What follows belongs to an exercise in optimizing a design on an open flow for small area, a short achievable clock period and few clock cycles per item; a production flow would make more cautious choices. At most, simulation tests tie the RTL to the original design; equivalence was not proved. Power and IR drop assume default switching activity.

==> inputs of run a <==
==> flow/design.v (excerpt) <==
module slot_decoder (
    input  wire        clk,
    input  wire        rst,
    input  wire [31:0] ovf_cap,
    input  wire        in_valid,
    output wire        in_ready,
    input  wire [63:0] in_data,
    output reg         out_valid,
    input  wire        out_ready,
    output reg         out_last,
    output reg  [2:0]  out_kind,
    output reg  [1:0]  out_row,
    output reg  [3:0]  out_col,
    output reg  [31:0] out_data
);
make LEC_CHECK=0 ABC_AREA=1 CAP_MARGIN=20 CORE_MARGIN=2 CORE_UTILIZATION=30 PLACE_DENSITY=0.5 SETUP_SLACK_MARGIN=5 SLEW_MARGIN=20 finish   # period 10.0 ns
run.sh (not shown) runs the stock make flow with config.mk's settings and CLKGATE_MAP_FILE= SYNTH_SCRIPT=/design/flow/synth_recipe.tcl, a recipe that flattens the netlist after the stock synthesis.
==> run b (differences from run a) <==
--- a/flow/design.v
+++ b/flow/design.v
@@ -37,18 +37,17 @@
     reg [8:0]  last1;        
     reg [63:0] b0, b1;       
     reg        wsel;         
     reg [1:0]  qn;           
     reg [2:0]  st;
     wire coded_ok  = !hdr[7] && hdr[4:0] == 5'd0;
     wire hdr_bad   = (hdr[4:0] != 5'd0) || (hdr[7] && hdr[6:5] != 2'd0);
     wire to_ring   = in_ovf || (coded_ok && st != S_PAD);
-    wire pad_done = (st == S_PAD) && !rr_v;
-    assign in_ready = (in_rem == 6'd0) ? (!hdr_v || pad_done) : (!to_ring || !qn[1]);
+    assign in_ready = (in_rem == 6'd0) ? !hdr_v : (!to_ring || !qn[1]);
     wire take     = in_valid && in_ready;
     wire take_hdr = take && (in_rem == 6'd0);
     wire take_dat = take && (in_rem != 6'd0);
     wire push     = take_dat && to_ring;
     wire first_w  = in_ovf ? (in_rem == 6'd32) : (in_rem == 6'd7);
     wire in_zero = (in_data == 64'd0);
     wire raw_ok  = (hdr[7:0] == 8'h80) && zacc && in_zero && (hdr[39:8] < ovf_cap);
     reg [5:0] in_top;        
@@ -63,36 +62,32 @@
     reg [23:0] hd;           
     reg [6:0]  ptr;          
     reg [2:0]  wrem;         
     reg [5:0]  cnt;          
     reg [1:0]  ri;           
     reg [2:0]  kk;           
     reg        perr;         
     reg [15:0] crc;
+    reg [2:0]  rr_k;         
     reg        rr_v;
     reg [1:0]  rr_t;
     reg [9:0]  rm0, rm1, rm2, rm3;
     reg [5:0]  rr_c;
     reg [2:0]  rr_ek;        
     reg [1:0]  rr_ei;        
     reg        ab_v;
     wire advance = !out_valid || out_ready;
     wire ab_free = !ab_v || advance;
     wire rr_free = !rr_v || ab_free;
     wire [5:0] p6 = ptr[5:0];
     wire [127:0] ring = {b1, b0};
-    wire [6:0]   e_at = ptr + 7'd24;
-    wire [86:0]  e6 = e_at[6] ? {ring[22:0], ring[127:64]} : ring[86:0];
-    wire [54:0]  e5 = e_at[5] ? e6[86:32] : e6[54:0];
-    wire [38:0]  e4 = e_at[4] ? e5[54:16] : e5[38:0];
-    wire [30:0]  e3 = e_at[3] ? e4[38:8]  : e4[30:0];
-    wire [26:0]  e2 = e_at[2] ? e3[30:4]  : e3[26:0];
-    wire [24:0]  e1 = e_at[1] ? e2[26:2]  : e2[24:0];
-    wire [23:0]  ee = e_at[0] ? e1[24:1]  : e1[23:0];
+    wire [175:0] ext  = {ring[47:0], ring};
+    wire [7:0]   e_at = {1'b0, ptr} + 8'd24;
+    wire [23:0]  ee   = ext[e_at +: 24];
     wire [47:0]  eh   = {ee, hd};
     wire avail = (in_rem == 6'd0) || qn[1] || (qn[0] && p6 <= 6'd16);
     wire [11:0] z1, z2, z3;    
     genvar g;
     generate
         for (g = 0; g < 12; g = g + 1) begin : g_z
             assign z1[g] = !hd[g];
             assign z2[g] = hd[g] && !hd[g + 1];
@@ -122,32 +117,25 @@
                 if (o[q]) mval = mval | {a3[q], a2[q]};
         end
     endfunction
     wire [12:0] o0 = 13'd1;
     wire [12:0] o1 = step(o0, z1, z2, z3);
     wire [12:0] o2 = step(o1, z1, z2, z3);
     wire [12:0] o3 = step(o2, z1, z2, z3);
     wire [12:0] o4 = step(o3, z1, z2, z3);
-    wire [2:0] need = 3'd4 - {1'b0, ri};
-    wire nz1 = o1 != 13'd0, nz2 = o2 != 13'd0, nz3 = o3 != 13'd0, nz4 = o4 != 13'd0;
-    wire sel1 = nz1 && (need == 3'd1 || !nz2);
-    wire sel2 = nz2 && need >= 3'd2 && (need == 3'd2 || !nz3);
-    wire sel3 = nz3 && need >= 3'd3 && (need == 3'd3 || !nz4);
-    wire sel4 = nz4 && (need == 3'd4);
-    wire [12:0] f_k0 = ({13{sel1}} & o1) | ({13{sel2}} & o2) | ({13{sel3}} & o3) | ({13{sel4}} & o4);
-    wire [2:0] nd = sel1 ? 3'd1 : sel2 ? 3'd2 : sel3 ? 3'd3 : 3'd4;
+    wire seed_row = (cnt == 6'd0);       
     wire fast_room = (wrem[2:1] != 2'd0) || (wrem == 3'd1 && p6 <= 6'd52);
-    wire k7 = (kk == 3'd7);
-    wire fast = k7 || (kk == 3'd0 && fast_room && nz1);
-    wire f_done = k7 || (need == 3'd1 ? nz1 : need == 3'd2 ? nz2 : need == 3'd3 ? nz3 : nz4);
-    wire [12:0] f_end = k7 ? 13'd1 : f_k0;
+    wire fast_k0 = (kk == 3'd0) && fast_room && (seed_row ? (o3 != 13'd0) : (o4 != 13'd0));
+    wire fast    = (ri == 2'd0) && ((kk == 3'd7) || fast_k0);
+    wire [12:0] f_end = (kk == 3'd7) ? 13'd1 : (seed_row ? o3 : o4);
     wire [1:0] fm0 = mval(o0, z2, z3), fm1 = mval(o1, z2, z3),
                fm2 = mval(o2, z2, z3), fm3 = mval(o3, z2, z3);
-    wire zero_len = k7;
+    wire is_seed = seed_row && (ri == 2'd0);
+    wire zero_len = is_seed || (kk == 3'd7);
     reg  [15:0] fz;          
     reg  [3:0]  nb;
     integer f_i;
     always @* begin
         fz = 16'd0;
         nb = 4'd15;
         for (f_i = 14; f_i >= 0; f_i = f_i - 1)
             if (!hd[f_i]) nb = f_i[3:0];
@@ -168,34 +156,41 @@
         end else begin
             for (n_i = 0; n_i < 15; n_i = n_i + 1)
                 if (fz[n_i]) begin
                     s_oh[n_i + 1 + kk] = 1'b1;
                     sm = sm | ((n_i << kk) | ((hd >> (n_i + 1)) & ((10'd1 << kk) - 10'd1)));
                 end
         end
     end
-    wire [4:0] s_len = zero_len ? 5'd0 : escape ? 5'd24 : {1'b0, nb} + {2'd0, kk} + 5'd1;
+    wire [4:0] s_len = zero_len ? 5'd0 : escape ? 5'd24 : {1'b0, nb} + 5'd1 + {2'd0, kk};
     wire [6:0] s_end = {1'b0, p6} + {2'd0, s_len};
     wire s_over  = (wrem == 3'd0) ? !zero_len : (wrem == 3'd1 && s_end > 7'd64);
     wire bad_esc = escape && !zero_len && hd[23:15] == 9'h1FF;
     wire dec_go = (st == S_DEC) && hv && avail && rr_free;
     wire s_err  = s_over || bad_esc;
-    reg [3:0] f_len;         
+    reg [24:0] c_oh;         
+    always @* begin
+        if (fast) c_oh = {12'd0, f_end};
+        else      c_oh = s_err ? 25'd1 : s_oh;
+    end
+    reg [4:0]  c_bin;
+    reg [23:0] hd_nx;
     integer c_i;
     always @* begin
-        f_len = 4'd0;
-        for (c_i = 1; c_i < 13; c_i = c_i + 1)
-            if (f_end[c_i]) f_len = f_len | c_i[3:0];
+        c_bin = 5'd0;
+        hd_nx = 24'd0;
+        for (c_i = 0; c_i < 25; c_i = c_i + 1)
+            if (c_oh[c_i]) begin
+                c_bin = c_bin | c_i[4:0];
+                hd_nx = hd_nx | eh[c_i +: 24];
+            end
     end
-    wire [4:0]  c_bin = fast ? {1'b0, f_len} : s_len;
-    wire [47:0] eh_sh = eh >> c_bin;
-    wire [23:0] hd_nx = eh_sh[23:0];
     wire [6:0] ptr_nx = ptr + {2'd0, c_bin};
-    wire       wcross = ptr_nx[6] != ptr[6];    
+    wire       wcross  = ptr_nx[6] != ptr[6];
     wire [2:0] cur_w = 3'd0 - wrem;
     wire pad_bad = any1 && wrem != 3'd0 &&
                    (last1[8:6] > cur_w || (last1[8:6] == cur_w && last1[5:0] >= p6));
     function [15:0] crc16_4bytes;    
         input [15:0] c_in;
         input [31:0] d;
         integer b, i;
         reg [15:0] c;
@@ -222,17 +217,17 @@
         case (st)
         S_IDLE: if (hdr_v && hdr_bad && rr_free) begin
             p_push = 1'b1;
             p_t    = T_STS;
             p_ek   = K_HEADER;
         end
         S_DEC: if (dec_go) begin
             if (fast) begin
-                p_push = f_done;
+                p_push = 1'b1;
             end else if (s_over) begin
                 p_push = 1'b1;
                 p_ek   = K_OVERRUN;
             end else if (bad_esc) begin
                 p_push = 1'b1;
                 p_ek   = K_RANGE;
             end else begin
                 p_push = (ri == 2'd3);
@@ -251,30 +246,26 @@
             end
         end else if (qn != 2'd0 && rr_free) begin
             p_push = 1'b1;
             p_t    = T_RAW;
         end
         S_STAT: if (rr_free) begin
             p_push = 1'b1;
             p_t    = T_STS;
-            p_ek   = (crc == 16'd0) ? K_OK : K_RAW_CRC;
+            p_ek   = rr_k;
         end
         default: ;
         endcase
     end
     wire raw_pop = (st == S_RAW) && in_ovf && p_push && cnt[0];
     wire dec_pop = dec_go && wcross && wrem != 3'd0;
     wire pop     = raw_pop || dec_pop;
     reg [7:0]  pcol [0:3];   
     reg [2:0]  rk;           
-    reg        pd_v;         
-    reg        pd_rng;
-    reg [2:0]  pd_ek;
-    wire [2:0] pd_kind = pd_rng ? K_RANGE : pd_ek;
     wire [1:0] pred = hdr[6:5];
     wire [7:0] seed = hdr[15:8];
     reg [1:0]  ab_t;
     reg [5:0]  ab_c;
     reg [7:0]  ab_x0, ab_x1;     
     reg [9:0]  ab_m2, ab_m3;     
     reg [1:0]  ab_bad;
     reg [2:0]  ab_ek;
@@ -319,17 +310,16 @@
             in_rem    <= 6'd0;
             in_ovf    <= 1'b0;
             qn        <= 2'd0;
             hv        <= 1'b0;
             st        <= S_IDLE;
             rr_v      <= 1'b0;
             ab_v      <= 1'b0;
             rk        <= 3'd0;
-            pd_v      <= 1'b0;
             out_valid <= 1'b0;
         end else begin
             if (take_hdr) begin
                 hdr    <= in_data;
                 hdr_v  <= 1'b1;
                 in_rem <= 6'd7;
                 in_ovf <= 1'b0;
                 zacc   <= (in_data[63:56] == 8'd0);
@@ -348,110 +338,97 @@
                     in_ovf <= 1'b1;
                 end
             end
             if (push) begin
                 if (wsel) b1 <= in_data;
                 else      b0 <= in_data;
                 wsel <= !wsel;
             end
-            if (pop && !push)      qn <= qn - 2'd1;
-            else if (push && !pop) qn <= qn + 2'd1;
+            qn <= qn + {1'b0, push} - {1'b0, pop};
             if (push && first_w) begin
                 ptr <= {wsel, 6'd0};
                 if (!in_ovf) begin
                     hd <= in_data[23:0];
                     hv <= 1'b1;
                 end
             end
             case (st)
             S_IDLE: if (hdr_v) begin
                 wrem <= 3'd7;
                 cnt  <= 6'd0;
-                ri   <= 2'd1;
-                rm0  <= 10'd0;
+                ri   <= 2'd0;
                 perr <= 1'b0;
                 crc  <= 16'hFFFF;
                 if (hdr_bad) begin
                     if (rr_free) hdr_v <= 1'b0;
                 end else if (hdr[7]) begin
                     st <= S_RAW;
                 end else begin
                     st <= S_DEC;
                 end
             end
             S_DEC: if (dec_go) begin
                 hd  <= hd_nx;
                 ptr <= ptr_nx;
                 if (dec_pop) wrem <= wrem - 3'd1;
-                if (fast ? f_done : (!s_err && ri == 2'd3)) begin
+                if (fast || (!s_err && ri == 2'd3)) begin
                     ri  <= 2'd0;
                     cnt <= cnt + 6'd1;
                     if (cnt[1:0] == 2'd3) kk <= hdr[16 + 3 * (cnt[5:2] + 4'd1) +: 3];
                     if (cnt == 6'd63) st <= S_PAD;
-                end else if (fast) begin
-                    ri <= ri + nd[1:0];
                 end else if (s_err) begin
                     perr <= 1'b1;
                     st   <= S_PAD;
                 end else begin
                     ri <= ri + 2'd1;
                 end
             end
             S_PAD: if (p_push) begin
-                if (!take_hdr) hdr_v <= 1'b0;
+                hdr_v <= 1'b0;
                 hv    <= 1'b0;
                 qn    <= 2'd0;
                 st    <= S_IDLE;
             end
             S_RAW: if (!in_ovf) begin
                 if (p_push) begin
                     hdr_v <= 1'b0;
                     st    <= S_IDLE;
                 end
             end else if (p_push) begin
                 crc <= crc_nx;
                 cnt <= cnt + 6'd1;
                 if (cnt[0]) ptr[6] <= !ptr[6];
                 if (cnt == 6'd63) begin
-                    crc   <= crc_nx ^ hdr[55:40];    
+                    rr_k  <= (crc_nx == hdr[55:40]) ? K_OK : K_RAW_CRC;
                     hdr_v <= 1'b0;   
                     st    <= S_STAT;
                 end
             end
             S_STAT: if (rr_free) st <= S_IDLE;
             default: st <= S_IDLE;
             endcase
             if (rr_v && ab_free) rr_v <= 1'b0;
             if (dec_go) begin
                 if (fast) begin
-                    if (k7) begin
-                        if (ri == 2'd0) rm0 <= 10'd0;
-                        if (ri <= 2'd1) rm1 <= 10'd0;
-                        if (ri <= 2'd2) rm2 <= 10'd0;
+                    if (kk == 3'd7) begin
+                        rm0 <= 10'd0;
+                        rm1 <= 10'd0;
+                        rm2 <= 10'd0;
                         rm3 <= 10'd0;
+                    end else if (seed_row) begin
+                        rm0 <= 10'd0;
+                        rm1 <= {8'd0, fm0};
+                        rm2 <= {8'd0, fm1};
+                        rm3 <= {8'd0, fm2};
                     end else begin
-                        case (ri)
-                        2'd0: begin
-                            rm0 <= {8'd0, fm0};
-                            if (nz2) rm1 <= {8'd0, fm1};
-                            if (nz3) rm2 <= {8'd0, fm2};
-                            if (nz4) rm3 <= {8'd0, fm3};
-                        end
-                        2'd1: begin
-                            rm1 <= {8'd0, fm0};
-                            if (nz2) rm2 <= {8'd0, fm1};
-                            if (nz3) rm3 <= {8'd0, fm2};
-                        end
-                        2'd2: begin
-                            rm2 <= {8'd0, fm0};
-                            if (nz2) rm3 <= {8'd0, fm1};
-                        end
-                        default: rm3 <= {8'd0, fm0};
-                        endcase
+                        rm0 <= {8'd0, fm0};
+                        rm1 <= {8'd0, fm1};
+                        rm2 <= {8'd0, fm2};
+                        rm3 <= {8'd0, fm3};
                     end
                 end else begin
                     case (ri)
                     2'd0: rm0 <= sm;
                     2'd1: rm1 <= sm;
                     2'd2: rm2 <= sm;
                     default: rm3 <= sm;
                     endcase
@@ -485,42 +462,38 @@
                     ab_x0  <= a_p0[7:0];
                     ab_x1  <= a_p1[7:0];
                     ab_bad <= {a_p1[8], a_p0[8]};
                 end else if (rr_t == T_RAW) begin
                     ab_x0  <= rm0[7:0];
                     ab_x1  <= rm1[7:0];
                 end
             end
-            if (pd_v) begin
-                pd_v <= 1'b0;
-                if (rk == 3'd0) rk <= pd_kind;
-            end
             if (advance) begin
                 out_valid <= ab_v;
                 if (ab_v) begin
                     out_last <= (ab_t == T_STS);
                     case (ab_t)
                     T_ROW: begin
                         out_row   <= b_y;
                         out_col   <= ab_c[5:2];
                         out_data  <= {b_p3[7:0], b_p2[7:0], ab_x1, ab_x0};
                         pcol[b_y] <= b_p3[7:0];
-                        pd_v      <= 1'b1;
-                        pd_rng    <= row_range;
-                        pd_ek     <= ab_ek;
+                        if (rk == 3'd0) begin
+                            if (row_range)            rk <= K_RANGE;
+                            else if (ab_ek != 3'd0)   rk <= ab_ek;
+                        end
                     end
                     T_RAW: begin
                         out_row  <= ab_c[5:4];
                         out_col  <= ab_c[3:0];
                         out_data <= {ab_m3[7:0], ab_m2[7:0], ab_x1, ab_x0};
                     end
                     default: begin
-                        out_kind <= (rk != 3'd0) ? rk : (pd_v && pd_kind != 3'd0) ? pd_kind : ab_ek;
+                        out_kind <= (rk != 3'd0) ? rk : ab_ek;
                         rk       <= 3'd0;
-                        pd_v     <= 1'b0;
                     end
                     endcase
                 end
             end
         end
     end
 endmodule
==> flow/config.mk (replaced) <==
export PLATFORM = sky130hd
export DESIGN_NAME = slot_decoder
export DESIGN_NICKNAME = slot_decoder
export VERILOG_FILES = /design/flow/design.v
export SDC_FILE = /design/flow/constraint.sdc
export NUM_CORES = 4
export LEC_CHECK = 0
export CAP_MARGIN = 20
export CORE_MARGIN = 2
export CORE_UTILIZATION = 30
export PLACE_DENSITY = 0.5
export SLEW_MARGIN = 20
==> comparison table <==
Peak supply drop: run a 0.000133 V; run b 0.000136 V
Synth Area in Compound Gates: run a 23.0%; run b 21.6%
Fraction of standard cell area in multi-input logic: run a 45.3%; run b 55.6%
Antenna violations before repair: run a 6; run b 8
RSZ-0062 raised after global routing: run a yes; run b no
Synth Area in XOR/XNOR: run a 4.74%; run b 5.40%
Final clock skew: run a 86.9 ps; run b 57.6 ps
Cts bufs inserted: run a 57; run b 55
Final standard cell count with taps included and fillers excluded: run a 6,640; run b 6,498
Run status: run a complete, no violations; run b complete, no violations
Area added between synthesis and finish: run a 26.4%; run b 12.9%
Arithmetic-cell share of the synthesized area counting full adders, half adders and majority gates: run a 5.15%; run b 5.11%
Comb power: run a 3.81 mW; run b 2.88 mW
Std-Cell Core Area: run a 120,000 µm²; run b 143,000 µm²
Final period util: run a 51.2%; run b 91.0%
FMAX: run a 195 MHz; run b 110 MHz
Static leakage power: run a 18.0 nW; run b 16.9 nW
Met3 track utilization from global routing: run a 3.42%; run b 5.28%
Number of cells on the worst reg-to-reg path: run a 36; run b 42
Testbench counts of run a, summed over its fixed seeds: cycles 178,267, slots 2,400.
Function not checked in run b: the RTL went through the layout flow alone.

==> port drivers added, routing unchanged <==
The results above use ideal ports. As a check the final layouts listed here were re-extracted and re-timed, cells and wires unchanged.
Step 1 sets driving cells, clkbuf_16 on the clock port and buf_2 on the other inputs (assumed; they add their load-dependent delay and slew).
Step 2, shift: input delay + t, output delay - t, t = (earliest + latest rising clock arrival at the registers) / 2. This alone moves slack from input paths to output paths.
Three values: ideal ports, drivers, drivers and shift; two values: the first two.
run | t, ns | setup WS [ns] | worst hold slack (ns) | worst register clock-pin slew, ns
run a | 0.726 | 4.875 / 4.875 / 4.417 | 0.426 / 0.426 / 0.426 | 0.07 / 0.07
run b | 0.734 | 0.902 / 0.902 / 0.902 | 0.430 / 0.430 / 0.430 | 0.07 / 0.07
After both steps every run listed still meets setup and hold. The setup slack of run a, which loses most, moves by 0.000 ns with the drivers and by -0.458 ns with both steps.
